Background: an optimization exercise with open tools, aiming at small area, a short achievable clock period and few clock cycles. Do not read the settings as production practice. Function was checked by simulation only, so behaviour that the tests miss may differ from the original.

== run 1 ==
==> flow/design.v (excerpt) <==
module csl_rs_decoder (
    input  wire        clk,
    input  wire        rst,
    input  wire        in_valid,
    output wire        in_ready,
    input  wire [7:0]  in_data,
    input  wire        in_last,
    output wire        out_valid,
    input  wire        out_ready,
    output wire        out_uncorr,
    output wire [3:0]  out_nerr,
    output wire [63:0] out_pos,
    output wire [63:0] out_val
);
clock: 10.0 ns
lec_check: 0
cap_margin: 20
core_margin: 2
core_utilization: 40
place_density: 0.6
slew_margin: 20
standard.sh (not shown) runs the stock make flow with config.mk's settings and CLKGATE_MAP_FILE= SYNTH_SCRIPT=/design/flow/synth_recipe.tcl, a recipe that flattens the netlist after the stock synthesis.
==> flow/flow/run.sh <==
#!/bin/bash
set -euo pipefail
bash standard.sh SETUP_SLACK_MARGIN=7.2 finish > layout_make.log 2>&1
Testbench counts of run 1, summed over its fixed seeds: cycles 73,158.
The following lists how run 2 was set up differently from run 1:
==> flow/run.sh (new file) <==
#!/bin/bash
# synth_recipe.tcl (not shown) runs the flow's synth.tcl, then flattens the netlist and writes it again
# the make line also repeats each setting of config.mk as NAME=value (left out here)
make -C /OpenROAD-flow-scripts/flow DESIGN_CONFIG=/design/flow/config.mk WORK_HOME=/design/flow/orfs CLKGATE_MAP_FILE= SYNTH_SCRIPT=/design/flow/synth_recipe.tcl finish
removed: flow/flow/run.sh
removed: flow/standard.sh
- Both conditions hold for run 2: the flow ran to the end and the final layout passed the timing, design-rule and antenna checks.
- Run 2 vs run 1 — sum of met3 wire segment lengths after detailed routing dropped about 12%.
- Summary of run 2 over run 1: ratio of cells with drive above 1 in the final layout lower; clock buffer instance count of the final layout went up; summed area of non-filler cells in the final layout lost 9.4%; layout overhead on the synthesized area lost 12 points.
Relative to run 2, the following input files were edited for run 3:
==> flow/flow/run.sh (new file) <==
#!/bin/bash
set -euo pipefail
bash standard.sh SETUP_SLACK_MARGIN=6.6 finish > layout_make.log 2>&1
==> flow/standard.sh (new file) <==
#!/bin/bash
# synth_recipe.tcl (not shown) runs the flow's synth.tcl, then flattens the netlist and writes it again
# the make line also repeats each setting of config.mk as NAME=value (left out here)
make -C /OpenROAD-flow-scripts/flow DESIGN_CONFIG=/design/flow/config.mk WORK_HOME=/design/flow/orfs CLKGATE_MAP_FILE= SYNTH_SCRIPT=/design/flow/synth_recipe.tcl "${@:-finish}"
removed: flow/run.sh
### Flow results
Run 3 has completed all stages; timing, DRC and antenna checks passed. Compare run 3 and run 2 | sequential share of layout area lower: run 3. As far as number of cells after detailed placement is concerned, run 2 and run 3 perform about the same. Per the comparison of run 3 with run 2, tightest hold margin neither gained nor lost much; final net count picked up an extra 54; proportion of register bits with asynchronous set or reset after synthesis neither gained nor lost much.

* * *

csl_rs_decoder, a different RTL version from the one above (not shown whole).
For scale: roughly 4,000 cells after synthesis, ~860 flip-flops, about 150 I/O pins, ~0.043 mm2 of cells after synthesis.
Design csl_rs_decoder, start of the top module:
module csl_rs_decoder (
    input  wire        clk,
    input  wire        rst,
    input  wire        in_valid,
    output wire        in_ready,
    input  wire [7:0]  in_data,
    input  wire        in_last,
    output wire        out_valid,
    input  wire        out_ready,
    output wire        out_uncorr,
    output wire [3:0]  out_nerr,
    output wire [63:0] out_pos,
    output wire [63:0] out_val
);
Settings: LEC_CHECK=0, CAP_MARGIN=20, CORE_MARGIN=2, CORE_UTILIZATION=55, PLACE_DENSITY=0.65, SLEW_MARGIN=20; clock period 10.0 ns.
==> flow/flow/run.sh <==
#!/bin/bash
set -euo pipefail
bash standard.sh SETUP_SLACK_MARGIN=6.6 "BUFFER_PORTS_ARGS=-buffer_cell sky130_fd_sc_hd__buf_2" finish > layout_make.log 2>&1
The first run completed without violations.
Testbench counts at the start, summed over its fixed seeds: cycles 73,265.
Next try:
==> flow/flow/run.sh (replaced) <==
#!/bin/bash
set -euo pipefail
bash standard.sh SETUP_SLACK_MARGIN=6.8 "BUFFER_PORTS_ARGS=-buffer_cell sky130_fd_sc_hd__buf_2" \
  "CTS_ARGS=-sink_clustering_enable -repair_clock_nets -sink_clustering_size 24 -sink_clustering_max_diameter 120 -buf_list sky130_fd_sc_hd__clkbuf_16" \
  finish > layout_make.log 2>&1
Settings changed: CORE_UTILIZATION 55 to 65, PLACE_DENSITY 0.65 to 0.72.
Outcome: Final cell count fell by about 5%. Via count rose by 2.4%. Register-to-register slack is better by 80 ps. Fmax rose by 2.4%. Setup slack is better by 76 ps. Global-route usage rose by 5.3 points. Die area fell by 15%. Critical path depth fell by 3.
Next try:
Settings changed: ABC_AREA from default to 1, CORE_UTILIZATION 65 to 55, PLACE_DENSITY 0.72 to 0.65.
Utilization shrinks by 11 points.
Maximum frequency shrinks by a few percent.
Wire length grows by roughly a tenth.
Final area rises by a few percent.
Worst setup slack is worse by 70 ps.
Worst hold slack degrades by 8.0 ps.
Clock-buffer cell count grows by 2.
Next try:
==> flow/flow/run.sh (replaced) <==
#!/bin/bash
set -euo pipefail
bash standard.sh SETUP_SLACK_MARGIN=6.6 "BUFFER_PORTS_ARGS=-buffer_cell sky130_fd_sc_hd__buf_2" finish > layout_make.log 2>&1
Settings changed: ABC_AREA 1 to default, CTS_BUF_LIST from default to sky130_fd_sc_hd__clkbuf_8.
The changed run ran to the end with no violations.
Utilization rises by 2.5 points.
Area after synthesis decreases by a few percent.
Non-clock buffer count goes down by 1.
Design area fell by a few percent.
Hold slack loses 20 ps.
Next try:
==> flow/flow/run.sh (replaced) <==
#!/bin/bash
set -euo pipefail
bash standard.sh SETUP_SLACK_MARGIN=6.8 "BUFFER_PORTS_ARGS=-buffer_cell sky130_fd_sc_hd__buf_2" finish > layout_make.log 2>&1
Settings changed: CTS_BUF_LIST sky130_fd_sc_hd__clkbuf_8 to default.
What happened: The new run finished clean. Clock-buffer cell count falls by 43. Hold slack gains 11 ps. Design area went up by 1.7%. Cell count is lower by 1.1%. Global-route usage shrinks by 0.29 points. Worst setup slack improves by 150 ps. Non-clock buffer count is higher by 31. Die area stays the same.
Next try:
==> flow/flow/run.sh (replaced) <==
#!/bin/bash
set -euo pipefail
bash standard.sh SETUP_SLACK_MARGIN=6.6 finish > layout_make.log 2>&1
Settings changed: CORE_UTILIZATION 55 to 40, PLACE_DENSITY 0.65 to 0.6.
First-iteration DRC count drops by about 0.4%; worst hold slack is worse by 4.1 ps; clock skew rises by 44 ps; global-route usage is lower by 6.7 points; synthesized area does not change; non-clock buffer count decreases by 23; via count goes down by about 1.7%; cell count climbs by about 7%.

* * *

Another version of the RTL of csl_rs_decoder (not shown whole).
For scale: about 4800 cells after synthesis, roughly 840 flip-flops, roughly 150 I/O pins, ~47000 sq um of cells after synthesis.
Design csl_rs_decoder, start of the top module:
module csl_rs_decoder (
    input  wire        clk,
    input  wire        rst,
    input  wire        in_valid,
    output wire        in_ready,
    input  wire [7:0]  in_data,
    input  wire        in_last,
    output wire        out_valid,
    input  wire        out_ready,
    output wire        out_uncorr,
    output wire [3:0]  out_nerr,
    output wire [63:0] out_pos,
    output wire [63:0] out_val
);
  function [7:0] gf_mul;
    input [7:0] a;
    input [7:0] b;
    integer k;
    reg [7:0] p;
    reg [7:0] s;
    begin
      p = 8'h00;
      s = a;
      for (k = 0; k < 8; k = k + 1) begin
        if (b[k]) p = p ^ s;
        s = {s[6:0], 1'b0} ^ (s[7] ? 8'h1D : 8'h00);
      end
      gf_mul = p;
    end
  endfunction
  function [7:0] gf_inv;
    input [7:0] a;
    begin
      case (a)
      8'h00: gf_inv = 8'h00;
      8'h01: gf_inv = 8'h01;
      8'h02: gf_inv = 8'h8E;
      8'h03: gf_inv = 8'hF4;
      8'h04: gf_inv = 8'h47;
      8'h05: gf_inv = 8'hA7;
  ...
Settings: LEC_CHECK=0, CAP_MARGIN=20, CORE_MARGIN=2, CORE_UTILIZATION=40, PLACE_DENSITY=0.6, SETUP_SLACK_MARGIN=5, SLEW_MARGIN=20; clock period 10.0 ns.
run.sh (not shown) runs the stock make flow with config.mk's settings and CLKGATE_MAP_FILE= SYNTH_SCRIPT=/design/flow/synth_recipe.tcl, a recipe that flattens the netlist after the stock synthesis.
Stock flow here: none of the scripts above is used.
The first run finished with timing, DRC and antenna clean.
Testbench counts at the start, summed over its fixed seeds: cycles 72,865.
==> next run, changes <==
- SETUP_SLACK_MARGIN: 5 -> not set
Worst setup slack degrades by 220 ps; global-route usage decreases by 0.12 points; synthesized cell count does not change; die area stays the same; cell area decreases by 0.50%; wire length barely changes; area after synthesis is unchanged; clock skew decreases by 34 ps; fmax decreases by 4.4%.

* * *

csl_rs_decoder, a different RTL version from the one above (not shown whole).
Size: about 3700 cells after synthesis, ~150 I/O pins, about 0.042 mm^2 of cells after synthesis.
Settings: LEC_CHECK=0, CAP_MARGIN=20, CORE_MARGIN=2, CORE_UTILIZATION=40, PLACE_DENSITY=0.6, SLEW_MARGIN=20; clock period 10.0 ns.
The starting point ran to the end with no violations.
Testbench counts at the start, summed over its fixed seeds: cycles 73,158.
Rerun with:
--- a/flow/config.mk
+++ b/flow/config.mk
@@ -10,2 +10,2 @@
-export CORE_UTILIZATION = 40
-export PLACE_DENSITY = 0.6
+export CORE_UTILIZATION = 65
+export PLACE_DENSITY = 0.75
Clock skew decreases by 20 ps.
Setup slack gets worse by 120 ps.
Hold slack improves by 4.1 ps.
Synthesized cell count is unchanged.
Fmax fell by a few percent.
Final area came out lower slightly.
Clock-buffer cell count goes down by 15.
Final cell count fell by roughly a tenth.
Die area goes down by well over a third.

* * *

## build 78
RTL: one of the versions met above, not the one the previous note started from.
Size in the first run: roughly 4000 cells after synthesis, ~860 flip-flops, roughly 43000 um2 of cells after synthesis.
clock: 10.0 ns
lec_check: 0
cap_margin: 20
core_margin: 2
core_utilization: 55
place_density: 0.65
slew_margin: 20
standard.sh (not shown) runs the stock make flow with config.mk's settings and CLKGATE_MAP_FILE= SYNTH_SCRIPT=/design/flow/synth_recipe.tcl, a recipe that flattens the netlist after the stock synthesis.
==> flow/flow/run.sh <==
#!/bin/bash
set -euo pipefail
bash standard.sh SETUP_SLACK_MARGIN=6.8 "BUFFER_PORTS_ARGS=-buffer_cell sky130_fd_sc_hd__buf_2" \
  "CTS_ARGS=-sink_clustering_enable -repair_clock_nets -sink_clustering_size 24 -sink_clustering_max_diameter 120 -buf_list sky130_fd_sc_hd__clkbuf_16" \
  finish > layout_make.log 2>&1
Testbench counts of build 78, summed over its fixed seeds: cycles 73,265.
### build 78 -> build 43
Settings: CTS_BUF_LIST: unset -> sky130_fd_sc_hd__clkbuf_4.
==> flow/flow/run.sh <==
#!/bin/bash
set -euo pipefail
bash standard.sh SETUP_SLACK_MARGIN=6.6 "BUFFER_PORTS_ARGS=-buffer_cell sky130_fd_sc_hd__buf_2" finish > layout_make.log 2>&1
==> comparison <==
The more densely filled core belongs to build 43, not build 78.
Build 78 and build 43 ended up with roughly the same maximum single-stage delay on the critical path.
In the flow results for build 78 and build 43, the wire length of the first global-routing pass is smaller on build 78.
Input changes introduced in build 45 (baseline for comparison: build 43):
Settings: an added CTS_CLUSTER_SIZE of 30; a deleted CTS_BUF_LIST that had been sky130_fd_sc_hd__clkbuf_4.
Notes after the runs:
- No stage failed in build 45, and the final checks on the layout all came back clean.
- On worst hold slack, build 45 and build 43 are neck and neck.
- Changes observed in build 45 relative to build 43: final area -3.3%, synthesized instance count level, die area comparable, number of antenna diodes shrank by 10.
- Compared to build 43, the routing of build 45 uses less wire.

* * *

## oak
csl_rs_decoder, a different RTL version from the one above (not shown whole).
Size: ~4,000 cells after synthesis, ~150 I/O pins, about 0.043 mm2 of cells after synthesis.
==> flow/config.mk <==
export PLATFORM = sky130hd
export DESIGN_NAME = csl_rs_decoder
export DESIGN_NICKNAME = csl_rs_decoder
export VERILOG_FILES = /design/flow/design.v
export SDC_FILE = /design/flow/constraint.sdc
export NUM_CORES = 4
export LEC_CHECK = 0
export CAP_MARGIN = 20
export CORE_MARGIN = 2
export CORE_UTILIZATION = 60
export PLACE_DENSITY = 0.68
export SLEW_MARGIN = 20
==> flow/constraint.sdc <==
create_clock -name core_clock -period 10.0 [get_ports {clk}]
set_input_delay 2.0000 -clock core_clock [delete_from_list [all_inputs] [get_ports {clk}]]
set_output_delay 2.0000 -clock core_clock [all_outputs]
set_load 0.01 [all_outputs]
==> flow/flow/run.sh <==
#!/bin/bash
set -euo pipefail
bash standard.sh SETUP_SLACK_MARGIN=6.8 "BUFFER_PORTS_ARGS=-buffer_cell sky130_fd_sc_hd__buf_2" \
  "CTS_ARGS=-sink_clustering_enable -repair_clock_nets -sink_clustering_size 24 -sink_clustering_max_diameter 120 -buf_list sky130_fd_sc_hd__clkbuf_16" \
  finish > layout_make.log 2>&1
oak ran to completion and came out clean on the timing, design-rule and antenna checks.
Testbench counts of oak, summed over its fixed seeds: cycles 72,947.
Here is what was changed in the inputs of pine compared with oak.
Settings: PLACE_DENSITY changed from 0.68 to 0.65; CORE_UTILIZATION changed from 60 to 55; CAP_MARGIN changed from 20 to 5; SLEW_MARGIN changed from 20 to 5.
## What came out
Going from oak to pine, cell area up about 0.5%.
End point of the critical path: out_uncorr -> pine, out_val[35] -> oak
pine -> oak: via count flat
Going from oak to pine, chip width rose by 12 um; setup slack after layout went up 7.3 ps; wire length moved up.
On register area, oak tracks pine almost exactly.
Die boundary height in pine is about 4.4% higher than in oak
What birch does differently from pine at the input level:
Settings: CAP_MARGIN changed from 5 to 20; SLEW_MARGIN changed from 5 to 20.
[summary]
Per the final summary, birch finished and its layout is clean on timing, DRC and antenna. Number of gates given a new drive strength after cts in birch vs pine: down 6. Delta (birch minus pine): clock buffer count lost about 7%, final-layout clock-cell area share now sits at about the same level, transition time of the tightest slew-check pin up 14 ps, length of routed met2 wiring lower. Looking at relative area change from synthesis to final layout, birch sits below pine. Global-route wire length before repair across birch and pine: no real change. From pine to birch the numbers moved as follows: area taken by multi-input logic gates shows no meaningful change; worst setup slack dropped 9.1 ps.

* * *

Q:
csl_rs_decoder, a different RTL version from the one above (not shown whole).
Size in the first run: roughly 4000 cells after synthesis, roughly 150 I/O pins.
==> flow/config.mk <==
export PLATFORM = sky130hd
export DESIGN_NAME = csl_rs_decoder
export DESIGN_NICKNAME = csl_rs_decoder
export VERILOG_FILES = /design/flow/design.v
export SDC_FILE = /design/flow/constraint.sdc
export NUM_CORES = 4
export LEC_CHECK = 0
export CAP_MARGIN = 20
export CORE_MARGIN = 2
export CORE_UTILIZATION = 55
export PLACE_DENSITY = 0.65
export SLEW_MARGIN = 20
==> flow/constraint.sdc <==
create_clock -name core_clock -period 10.0 [get_ports {clk}]
set_input_delay 2.0000 -clock core_clock [delete_from_list [all_inputs] [get_ports {clk}]]
set_output_delay 2.0000 -clock core_clock [all_outputs]
set_load 0.01 [all_outputs]
Scripts as last shown in full above: flow/flow/run.sh
Testbench counts of Q, summed over its fixed seeds: cycles 72,854.
Relative to Q, the following input files were edited for T:
# Q
export LEC_CHECK = 0
export CAP_MARGIN = 20
export CORE_MARGIN = 2
export CORE_UTILIZATION = 55
export PLACE_DENSITY = 0.65
export SLEW_MARGIN = 20
create_clock -name core_clock -period 10.0 [get_ports {clk}]
# T
export LEC_CHECK = 0
export CAP_MARGIN = 5
export CORE_MARGIN = 2
export CORE_UTILIZATION = 55
export PLACE_DENSITY = 0.65
export SLEW_MARGIN = 5
create_clock -name core_clock -period 10.0 [get_ports {clk}]
## What came out
- Worst reg-to-reg setup slack in T is 0.09 ns lower than in Q
- Looking at layout-stage area growth over the synthesis result, T sits 0.42 points lower than Q does.
- Of Q and T, the higher fraction of area in registers belongs to T.
- On worst slew margin relative to its limit, the higher figure sits with Q, not T.

==> separate check: timing with driven ports <==
In the flow no input, the clock included, has a driving cell. The finished layouts below were timed again as built, in two steps. Step 1 assumes that a clkbuf_16 drives the clock port and a buf_2 every other input. Step 2, shift: input delay + t, output delay - t, t = (earliest + latest rising clock arrival at the registers) / 2. This alone moves slack from input paths to output paths. a / b / c = ideal / step 1 / step 2; a / b = the first two.
run	t (ns)	slack for setup (ns)	worst setup path at the end
run 1	0.742	6.774 / 6.697 / 6.552	input to register
run 2	0.731	5.894 / 5.894 / 5.894	register to register
run 3	0.734	6.655 / 6.585 / 6.162	input to register
the first run of note 2	0.706	6.714 / 6.701 / 6.714	register to register
the second run of note 2	0.663	6.791 / 6.791 / 6.791	register to register
the third run of note 2	0.683	6.721 / 6.652 / 6.751	input to register
the fourth run of note 2	0.864	6.677 / 6.607 / 6.723	register to register
the fifth run of note 2	0.694	6.829 / 6.770 / 6.830	register to register
the sixth run of note 2	0.721	6.665 / 6.602 / 6.284	input to register
the first run of note 3	0.762	5.229 / 5.229 / 5.115	input to register
the second run of note 3	0.750	5.011 / 5.011 / 5.011	register to register
the first run of note 4	0.719	5.650 / 5.650 / 5.650	register to register
the second run of note 4	0.703	5.532 / 5.532 / 5.532	register to register
build 78	0.680	6.837 / 6.769 / 6.845	register to register
build 43	1.144	6.377 / 6.313 / 6.684	register to register
build 45	0.706	6.714 / 6.701 / 6.714	register to register
oak	0.675	6.840 / 6.771 / 6.814	input to register
pine	0.682	6.847 / 6.780 / 6.828	input to register
birch	0.686	6.838 / 6.771 / 6.845	input to register
Q	0.681	6.829 / 6.761 / 6.787	input to register
T	0.670	6.785 / 6.767 / 6.781	input to register
After both steps every run listed still meets setup and hold. The setup slack of run 3, which loses most, moves by -0.070 ns with the drivers and by -0.493 ns with both steps.
